This is an optimization exercise on Yosys and OpenROAD, whose aim is small area, a short achievable clock period and few clock cycles, not a production implementation.
The RTL was checked by simulation tests, not by an equivalence proof against the original design.
Power is estimated from default activity; no workload was simulated.

==> run a: inputs <==
==> flow/design.v <==
module sha256_raw (
    input  wire         clk,
    input  wire         rst,           
    input  wire         start,         
    input  wire         init,          
    input  wire [255:0] state_in,      
    input  wire [7:0]   nblk,          
    output wire         idle,
    output reg          done,          
    output wire [255:0] state_out,
    input  wire         msg_valid,
    input  wire [31:0]  msg_data,
    output wire         msg_ready
);
    reg         busy;           
    reg         pre;            
    reg  [5:0]  t;              
    reg  [7:0]  left;           
    reg  [31:0] h0, h1, h2, h3, h4, h5, h6, h7;    
    reg  [31:0] A, B, C, E, F, G, T;
    reg  [31:0] XT;             
    reg  [31:0] XE;             
    reg  [31:0] w [0:15];       
    reg         vr;             
    reg  [31:0] wr;
    reg  [31:0] kr;             
    reg  [31:0] P;              
    reg         t60, t61, t62, t63, last, needword;
    wire [5:0]  tn = t + 6'd1;
    wire        lastn = t63 & ~pre ? (left == 8'd2) : last;
    wire en = busy & (~needword | vr);
    wire consume = en & needword;
    assign idle      = ~busy;
    assign msg_ready = ~vr | consume;
    assign state_out = {h0, h1, h2, h3, h4, h5, h6, h7};
    reg [31:0] kn;
    always @(*) begin
        case (t)
            6'd0:  kn = 32'h3956c25b; 6'd1:  kn = 32'h59f111f1;
            6'd2:  kn = 32'h923f82a4; 6'd3:  kn = 32'hab1c5ed5;
            6'd4:  kn = 32'hd807aa98; 6'd5:  kn = 32'h12835b01;
            6'd6:  kn = 32'h243185be; 6'd7:  kn = 32'h550c7dc3;
            6'd8:  kn = 32'h72be5d74; 6'd9:  kn = 32'h80deb1fe;
            6'd10: kn = 32'h9bdc06a7; 6'd11: kn = 32'hc19bf174;
            6'd12: kn = 32'he49b69c1; 6'd13: kn = 32'hefbe4786;
            6'd14: kn = 32'h0fc19dc6; 6'd15: kn = 32'h240ca1cc;
            6'd16: kn = 32'h2de92c6f; 6'd17: kn = 32'h4a7484aa;
            6'd18: kn = 32'h5cb0a9dc; 6'd19: kn = 32'h76f988da;
            6'd20: kn = 32'h983e5152; 6'd21: kn = 32'ha831c66d;
            6'd22: kn = 32'hb00327c8; 6'd23: kn = 32'hbf597fc7;
            6'd24: kn = 32'hc6e00bf3; 6'd25: kn = 32'hd5a79147;
            6'd26: kn = 32'h06ca6351; 6'd27: kn = 32'h14292967;
            6'd28: kn = 32'h27b70a85; 6'd29: kn = 32'h2e1b2138;
            6'd30: kn = 32'h4d2c6dfc; 6'd31: kn = 32'h53380d13;
            6'd32: kn = 32'h650a7354; 6'd33: kn = 32'h766a0abb;
            6'd34: kn = 32'h81c2c92e; 6'd35: kn = 32'h92722c85;
            6'd36: kn = 32'ha2bfe8a1; 6'd37: kn = 32'ha81a664b;
            6'd38: kn = 32'hc24b8b70; 6'd39: kn = 32'hc76c51a3;
            6'd40: kn = 32'hd192e819; 6'd41: kn = 32'hd6990624;
            6'd42: kn = 32'hf40e3585; 6'd43: kn = 32'h106aa070;
            6'd44: kn = 32'h19a4c116; 6'd45: kn = 32'h1e376c08;
            6'd46: kn = 32'h2748774c; 6'd47: kn = 32'h34b0bcb5;
            6'd48: kn = 32'h391c0cb3; 6'd49: kn = 32'h4ed8aa4a;
            6'd50: kn = 32'h5b9cca4f; 6'd51: kn = 32'h682e6ff3;
            6'd52: kn = 32'h748f82ee; 6'd53: kn = 32'h78a5636f;
            6'd54: kn = 32'h84c87814; 6'd55: kn = 32'h8cc70208;
            6'd56: kn = 32'h90befffa; 6'd57: kn = 32'ha4506ceb;
            6'd58: kn = 32'hbef9a3f7; 6'd59: kn = 32'hc67178f2;
            6'd60: kn = 32'h428a2f98; 6'd61: kn = 32'h71374491;
            6'd62: kn = 32'hb5c0fbcf; default: kn = 32'he9b5dba5;
        endcase
    end
    wire [31:0] S1  = {E[5:0], E[31:6]} ^ {E[10:0], E[31:11]} ^ {E[24:0], E[31:25]};
    wire [31:0] CH  = (E & F) ^ (~E & G);
    wire [31:0] S0  = {A[1:0], A[31:2]} ^ {A[12:0], A[31:13]} ^ {A[21:0], A[31:22]};
    wire [31:0] MJ  = (A & B) | (C & (A | B));
    wire [31:0] as1 = T ^ S0 ^ MJ;
    wire [31:0] ac1 = (T & S0) | (MJ & (T | S0));
    wire [31:0] A_new = as1 + {ac1[30:0], 1'b0};
    wire [31:0] ts1 = XT ^ S1 ^ CH;
    wire [31:0] tc1 = (XT & S1) | (CH & (XT | S1));
    wire [31:0] T_new = ts1 + {tc1[30:0], 1'b0};
    wire [31:0] es1 = XE ^ S1 ^ CH;
    wire [31:0] ec1 = (XE & S1) | (CH & (XE | S1));
    wire [31:0] E_new = es1 + {ec1[30:0], 1'b0};
    wire [31:0] hsa   = t61 ? h3 : t62 ? h2 : h1;
    wire [31:0] hse   = t60 ? h7 : t61 ? h6 : h5;
    wire [31:0] sum_a = hsa + A;
    wire [31:0] sum_e = hse + E;
    wire        zk  = pre & t60;    
    wire [31:0] P_new = kr + (zk ? 32'd0 : w[15]);
    wire [31:0] gs  = t62 ? h7 : G;
    wire [31:0] bs  = t62 ? h3 : t63 ? h2 : B;
    wire [31:0] x0  = t61 ? h0 : 32'd0;
    wire [31:0] x4  = t61 ? h4 : 32'd0;
    wire [31:0] xs1 = gs ^ P ^ x0;
    wire [31:0] xc1 = (gs & P) | (x0 & (gs | P));
    wire [31:0] XT_new = xs1 + {xc1[30:0], 1'b0};
    wire [31:0] qs1 = gs ^ P ^ bs;
    wire [31:0] qc1 = (gs & P) | (bs & (gs | P));
    wire [31:0] qc1s = {qc1[30:0], 1'b0};
    wire [31:0] qs2 = qs1 ^ qc1s ^ x4;
    wire [31:0] qc2 = (qs1 & qc1s) | (x4 & (qs1 | qc1s));
    wire [31:0] XE_new = qs2 + {qc2[30:0], 1'b0};
    wire [31:0] ws0   = {w[1][6:0], w[1][31:7]} ^ {w[1][17:0], w[1][31:18]} ^ (w[1] >> 3);
    wire [31:0] ws1   = {w[14][16:0], w[14][31:17]} ^ {w[14][18:0], w[14][31:19]} ^ (w[14] >> 10);
    wire [31:0] wps   = w[0] ^ w[9] ^ ws0;
    wire [31:0] wpc   = (w[0] & w[9]) | (ws0 & (w[0] | w[9]));
    wire [31:0] wpcs  = {wpc[30:0], 1'b0};
    wire [31:0] wqs   = wps ^ wpcs ^ ws1;
    wire [31:0] wqc   = (wps & wpcs) | (ws1 & (wps | wpcs));
    wire [31:0] wnext = wqs + {wqc[30:0], 1'b0};
    integer i;
    always @(posedge clk) begin
        if (rst) begin
            busy <= 1'b0;
            done <= 1'b0;
            vr   <= 1'b0;
        end else begin
            if (msg_ready)
                vr <= msg_valid;
            done <= en & t63 & ~pre & last;
            if (!busy) begin
                t60 <= 1'b1; t61 <= 1'b0; t62 <= 1'b0; t63 <= 1'b0;
                needword <= 1'b1;
                last <= (nblk == 8'd1);
                if (start) begin
                    busy <= 1'b1;
                    pre  <= 1'b1;
                    t    <= 6'd60;
                    left <= nblk;
                end
            end else if (en) begin
                t <= tn;
                t60 <= (tn == 6'd60); t61 <= (tn == 6'd61);
                t62 <= (tn == 6'd62); t63 <= (tn == 6'd63);
                last <= lastn;
                needword <= (tn <= 6'd11) | ((tn >= 6'd60) & ((pre & ~t63) | ~lastn));
                if (t63) begin
                    pre <= 1'b0;
                    if (!pre) begin
                        left <= left - 8'd1;
                        if (last)
                            busy <= 1'b0;
                    end
                end
            end
        end
    end
    always @(posedge clk) begin
        if (msg_ready)
            wr <= msg_data;
    end
    always @(posedge clk) begin
        if (!busy) begin
            if (init) begin
                h0 <= 32'h6a09e667; h1 <= 32'hbb67ae85;
                h2 <= 32'h3c6ef372; h3 <= 32'ha54ff53a;
                h4 <= 32'h510e527f; h5 <= 32'h9b05688c;
                h6 <= 32'h1f83d9ab; h7 <= 32'h5be0cd19;
            end else begin
                h0 <= state_in[255:224]; h1 <= state_in[223:192];
                h2 <= state_in[191:160]; h3 <= state_in[159:128];
                h4 <= state_in[127:96];  h5 <= state_in[95:64];
                h6 <= state_in[63:32];   h7 <= state_in[31:0];
            end
        end else if (en) begin
            if (t60) h7 <= sum_e;
            if (t61) begin h3 <= sum_a; h6 <= sum_e; end
            if (t62) begin h2 <= sum_a; h5 <= sum_e; h4 <= E_new; end
            if (t63) begin h1 <= sum_a; h0 <= A_new; end
        end
    end
    always @(posedge clk) begin
        if (!busy) begin
            A <= 32'd0; B <= 32'd0; C <= 32'd0; T <= 32'd0;
            E <= 32'd0; F <= 32'd0; G <= 32'd0; XT <= 32'd0; XE <= 32'd0;
            kr <= 32'd0; P <= 32'd0;
        end else if (en) begin
            A  <= A_new;
            B  <= t63 ? sum_a : A;
            C  <= t63 ? h2 : B;
            T  <= T_new;
            E  <= E_new;
            F  <= t62 ? sum_e : E;
            G  <= t62 ? h6 : F;
            XT <= XT_new;
            XE <= XE_new;
            kr <= kn;
            P  <= P_new;
        end
    end
    always @(posedge clk) begin
        if (en) begin
            for (i = 0; i < 15; i = i + 1) w[i] <= w[i+1];
            w[15] <= needword ? wr : wnext;
        end
    end
endmodule
==> flow/run.sh <==
#!/bin/bash
# synth_recipe.tcl (not shown) runs the flow's synth.tcl, then flattens the netlist and writes it again
# the make line also repeats each setting of config.mk as NAME=value (left out here)
make -C /OpenROAD-flow-scripts/flow DESIGN_CONFIG=/design/flow/config.mk WORK_HOME=/design/flow/orfs CLKGATE_MAP_FILE= SYNTH_SCRIPT=/design/flow/synth_recipe.tcl finish
==> flow/config.mk <==
export PLATFORM = sky130hd
export DESIGN_NAME = sha256_raw
export DESIGN_NICKNAME = sha256_raw
export VERILOG_FILES = /design/flow/design.v
export SDC_FILE = /design/flow/constraint.sdc
export NUM_CORES = 4
export LEC_CHECK = 0
export CAP_MARGIN = 20
export CORE_MARGIN = 2
export CORE_UTILIZATION = 40
export SLEW_MARGIN = 20
==> flow/constraint.sdc <==
create_clock -name core_clock -period 10.0 [get_ports {clk}]
set_input_delay 2.0000 -clock core_clock [delete_from_list [all_inputs] [get_ports {clk}]]
set_output_delay 2.0000 -clock core_clock [all_outputs]
set_load 0.01 [all_outputs]
==> run b (differences from run a) <==
==> flow/design.v, changed modules only <==
module sha256_raw (
    input  wire         clk,
    input  wire         rst,           
    input  wire         start,         
    input  wire         init,          
    input  wire [255:0] state_in,      
    input  wire [7:0]   nblk,          
    output wire         idle,
    output reg          done,          
    output wire [255:0] state_out,
    input  wire         msg_valid,
    input  wire [31:0]  msg_data,
    output wire         msg_ready
);
    reg         busy;           
    reg         pre;            
    reg  [5:0]  t;              
    reg  [7:0]  left;           
    reg  [31:0] h0, h1, h2, h3, h4, h5, h6, h7;    
    reg  [31:0] A, B, C, E, F, G, T;
    reg  [31:0] XT;             
    reg  [31:0] XE;             
    reg  [31:0] w [0:15];       
    reg  [31:0] kr;             
    reg  [31:0] PT, PE;         
    reg  [31:0] S;              
    reg         t60, t61, t62, t63, last, needword;
    wire [5:0]  tn = t + 6'd1;
    wire        lastn = t63 & ~pre ? (left == 8'd2) : last;
    wire en = busy & (~needword | msg_valid);
    assign idle      = ~busy;
    assign msg_ready = busy & needword;
    assign state_out = {h0, h1, h2, h3, h4, h5, h6, h7};
    reg [31:0] kn;
    always @(*) begin
        case (t)
            6'd0:  kn = 32'h3956c25b; 6'd1:  kn = 32'h59f111f1;
            6'd2:  kn = 32'h923f82a4; 6'd3:  kn = 32'hab1c5ed5;
            6'd4:  kn = 32'hd807aa98; 6'd5:  kn = 32'h12835b01;
            6'd6:  kn = 32'h243185be; 6'd7:  kn = 32'h550c7dc3;
            6'd8:  kn = 32'h72be5d74; 6'd9:  kn = 32'h80deb1fe;
            6'd10: kn = 32'h9bdc06a7; 6'd11: kn = 32'hc19bf174;
            6'd12: kn = 32'he49b69c1; 6'd13: kn = 32'hefbe4786;
            6'd14: kn = 32'h0fc19dc6; 6'd15: kn = 32'h240ca1cc;
            6'd16: kn = 32'h2de92c6f; 6'd17: kn = 32'h4a7484aa;
            6'd18: kn = 32'h5cb0a9dc; 6'd19: kn = 32'h76f988da;
            6'd20: kn = 32'h983e5152; 6'd21: kn = 32'ha831c66d;
            6'd22: kn = 32'hb00327c8; 6'd23: kn = 32'hbf597fc7;
            6'd24: kn = 32'hc6e00bf3; 6'd25: kn = 32'hd5a79147;
            6'd26: kn = 32'h06ca6351; 6'd27: kn = 32'h14292967;
            6'd28: kn = 32'h27b70a85; 6'd29: kn = 32'h2e1b2138;
            6'd30: kn = 32'h4d2c6dfc; 6'd31: kn = 32'h53380d13;
            6'd32: kn = 32'h650a7354; 6'd33: kn = 32'h766a0abb;
            6'd34: kn = 32'h81c2c92e; 6'd35: kn = 32'h92722c85;
            6'd36: kn = 32'ha2bfe8a1; 6'd37: kn = 32'ha81a664b;
            6'd38: kn = 32'hc24b8b70; 6'd39: kn = 32'hc76c51a3;
            6'd40: kn = 32'hd192e819; 6'd41: kn = 32'hd6990624;
            6'd42: kn = 32'hf40e3585; 6'd43: kn = 32'h106aa070;
            6'd44: kn = 32'h19a4c116; 6'd45: kn = 32'h1e376c08;
            6'd46: kn = 32'h2748774c; 6'd47: kn = 32'h34b0bcb5;
            6'd48: kn = 32'h391c0cb3; 6'd49: kn = 32'h4ed8aa4a;
            6'd50: kn = 32'h5b9cca4f; 6'd51: kn = 32'h682e6ff3;
            6'd52: kn = 32'h748f82ee; 6'd53: kn = 32'h78a5636f;
            6'd54: kn = 32'h84c87814; 6'd55: kn = 32'h8cc70208;
            6'd56: kn = 32'h90befffa; 6'd57: kn = 32'ha4506ceb;
            6'd58: kn = 32'hbef9a3f7; 6'd59: kn = 32'hc67178f2;
            6'd60: kn = 32'h428a2f98; 6'd61: kn = 32'h71374491;
            6'd62: kn = 32'hb5c0fbcf; default: kn = 32'he9b5dba5;
        endcase
    end
    wire [31:0] S1  = {E[5:0], E[31:6]} ^ {E[10:0], E[31:11]} ^ {E[24:0], E[31:25]};
    wire [31:0] CH  = (E & F) ^ (~E & G);
    wire [31:0] S0  = {A[1:0], A[31:2]} ^ {A[12:0], A[31:13]} ^ {A[21:0], A[31:22]};
    wire [31:0] MJ  = (A & B) | (C & (A | B));
    wire [31:0] as1 = T ^ S0 ^ MJ;
    wire [31:0] ac1 = (T & S0) | (MJ & (T | S0));
    wire [31:0] A_new = as1 + {ac1[30:0], 1'b0};
    wire [31:0] ts1 = XT ^ S1 ^ CH;
    wire [31:0] tc1 = (XT & S1) | (CH & (XT | S1));
    wire [31:0] T_new = ts1 + {tc1[30:0], 1'b0};
    wire [31:0] es1 = XE ^ S1 ^ CH;
    wire [31:0] ec1 = (XE & S1) | (CH & (XE | S1));
    wire [31:0] E_new = es1 + {ec1[30:0], 1'b0};
    wire [31:0] hsa   = ({32{t61}} & h3) | ({32{t62}} & h2) | ({32{t63}} & h1);
    wire [31:0] hse   = ({32{t60}} & h7) | ({32{t61}} & h6) | ({32{t62}} & h5);
    wire [31:0] sum_a = hsa + A;
    wire [31:0] sum_e = hse + E;
    wire        zk  = pre & t60;    
    wire [31:0] xw  = {32{~zk}} & w[15];
    wire [31:0] x0  = {32{t60}} & h0;
    wire [31:0] x4  = {32{t60}} & h4;
    wire [31:0] pts = kr ^ xw ^ x0;
    wire [31:0] ptc = (kr & xw) | (x0 & (kr | xw));
    wire [31:0] PT_new = pts + {ptc[30:0], 1'b0};
    wire [31:0] pes = kr ^ xw ^ x4;
    wire [31:0] pec = (kr & xw) | (x4 & (kr | xw));
    wire [31:0] PE_new = pes + {pec[30:0], 1'b0};
    wire [31:0] gs  = ({32{t62}} & h7) | ({32{~t62}} & G);
    wire [31:0] bs  = ({32{t62}} & h3) | ({32{t63}} & h2) | ({32{~(t62 | t63)}} & B);
    wire [31:0] XT_new = gs + PT;
    wire [31:0] qs1 = bs ^ gs ^ PE;
    wire [31:0] qc1 = (bs & gs) | (PE & (bs | gs));
    wire [31:0] XE_new = qs1 + {qc1[30:0], 1'b0};
    wire [31:0] ws0   = {w[2][6:0], w[2][31:7]} ^ {w[2][17:0], w[2][31:18]} ^ (w[2] >> 3);
    wire [31:0] wps   = w[1] ^ w[10] ^ ws0;
    wire [31:0] wpc   = (w[1] & w[10]) | (ws0 & (w[1] | w[10]));
    wire [31:0] S_new = wps + {wpc[30:0], 1'b0};
    wire [31:0] ws1   = {w[14][16:0], w[14][31:17]} ^ {w[14][18:0], w[14][31:19]} ^ (w[14] >> 10);
    wire [31:0] wnext = S + ws1;
    integer i;
    always @(posedge clk) begin
        if (rst) begin
            busy <= 1'b0;
            done <= 1'b0;
        end else begin
            done <= en & t63 & ~pre & last;
            if (!busy) begin
                t60 <= 1'b1; t61 <= 1'b0; t62 <= 1'b0; t63 <= 1'b0;
                needword <= 1'b1;
                last <= (nblk == 8'd1);
                if (start) begin
                    busy <= 1'b1;
                    pre  <= 1'b1;
                    t    <= 6'd60;
                    left <= nblk;
                end
            end else if (en) begin
                t <= tn;
                t60 <= (tn == 6'd60); t61 <= (tn == 6'd61);
                t62 <= (tn == 6'd62); t63 <= (tn == 6'd63);
                last <= lastn;
                needword <= (tn <= 6'd11) | ((tn >= 6'd60) & ((pre & ~t63) | ~lastn));
                if (t63) begin
                    pre <= 1'b0;
                    if (!pre) begin
                        left <= left - 8'd1;
                        if (last)
                            busy <= 1'b0;
                    end
                end
            end
        end
    end
    always @(posedge clk) begin
        if (!busy) begin
            if (init) begin
                h0 <= 32'h6a09e667; h1 <= 32'hbb67ae85;
                h2 <= 32'h3c6ef372; h3 <= 32'ha54ff53a;
                h4 <= 32'h510e527f; h5 <= 32'h9b05688c;
                h6 <= 32'h1f83d9ab; h7 <= 32'h5be0cd19;
            end else begin
                h0 <= state_in[255:224]; h1 <= state_in[223:192];
                h2 <= state_in[191:160]; h3 <= state_in[159:128];
                h4 <= state_in[127:96];  h5 <= state_in[95:64];
                h6 <= state_in[63:32];   h7 <= state_in[31:0];
            end
        end else if (en) begin
            if (t60) h7 <= sum_e;
            if (t61) begin h3 <= sum_a; h6 <= sum_e; end
            if (t62) begin h2 <= sum_a; h5 <= sum_e; h4 <= E_new; end
            if (t63) begin h1 <= sum_a; h0 <= A_new; end
        end
    end
    always @(posedge clk) begin
        if (!busy) begin
            A <= 32'd0; B <= 32'd0; C <= 32'd0; T <= 32'd0;
            E <= 32'd0; F <= 32'd0; G <= 32'd0; XT <= 32'd0; XE <= 32'd0;
            kr <= 32'd0; PT <= 32'd0; PE <= 32'd0;
        end else if (en) begin
            A  <= A_new;
            B  <= t63 ? sum_a : A;
            C  <= t63 ? h2 : B;
            T  <= T_new;
            E  <= E_new;
            F  <= t62 ? sum_e : E;
            G  <= t62 ? h6 : F;
            XT <= XT_new;
            XE <= XE_new;
            kr <= kn;
            PT <= PT_new;
            PE <= PE_new;
        end
    end
    always @(posedge clk) begin
        if (en) begin
            for (i = 0; i < 15; i = i + 1) w[i] <= w[i+1];
            w[15] <= needword ? msg_data : wnext;
            S <= S_new;
        end
    end
endmodule
==> flow/flow/run.sh (new file) <==
#!/bin/bash
# The standard layout (standard.sh), with the smallest buffer cell on the
# ports and timing repair aiming 5.5 ns past the clock period.
export BUFFER_PORTS_ARGS="-buffer_cell sky130_fd_sc_hd__buf_1"
export SETUP_SLACK_MARGIN=5.5
bash standard.sh > standard.log 2>&1
==> flow/standard.sh (new file) <==
#!/bin/bash
# synth_recipe.tcl (not shown) runs the flow's synth.tcl, then flattens the netlist and writes it again
# the make line also repeats each setting of config.mk as NAME=value (left out here)
make -C /OpenROAD-flow-scripts/flow DESIGN_CONFIG=/design/flow/config.mk WORK_HOME=/design/flow/orfs CLKGATE_MAP_FILE= SYNTH_SCRIPT=/design/flow/synth_recipe.tcl "${@:-finish}"
removed: flow/run.sh
==> comparison table <==
item	run a	run b
Minimum period implied by the final worst setup slack	6.201 ns	4.475 ns
Post-Route M1 WL	130,400 um	107,300 um
Clock-cell share	0.05528	0.05581
Core occupancy in the finished layout	0.4737	0.4595
Overall fraction of global-route tracks in use	0.3301	0.2930
Peak supply drop	0.1861 mV	0.1647 mV
Diodes inserted	9	2
Average cell area after synthesis	10.23 um^2	10.15 um^2
Number of placement rows	153	154
Outcome	complete, no violations	complete, no violations
Total power density per cell area	327.3 mW/mm^2	312.6 mW/mm^2
Net switching share of the total power	0.4685	0.4540
Die extent in y	421.6 um	424.2 um
Mux cell area share after synthesis	0.04166	0.02661
Testbench counts of run a, summed over its fixed seeds: cycles 120,840.
Testbench counts of run b, summed over its fixed seeds: cycles 120,520.

-- separate check: timing with driven ports --
How much do the figures lean on ideal ports? The routed layouts below were timed once more, with nothing changed but the port constraints.
Step 1, drivers: a clkbuf_16 drives clk and a buf_2 each remaining input, both assumed.
Step 2 also shifts input and output timing later by t, the mid clock arrival at the registers, as if the neighbouring blocks saw the same clock.
a / b / c = ideal / step 1 / step 2; a / b = the first two.
run | shift t [ns] | slack for setup (ns) | worst register clock-pin slew, ns | worst slew at a driven data input, ns | cell pins on the clock port's net
run a | 0.889 | 3.799 / 3.799 / 3.799 | 0.08 / 0.08 | 0.21 | 1
run b | 0.872 | 5.525 / 5.430 / 4.821 | 0.07 / 0.07 | 0.15 | 1
After both steps setup and hold are still met in every run listed. The setup slack of run b, which loses most, moves by -0.095 ns with the drivers and by -0.704 ns with both steps.
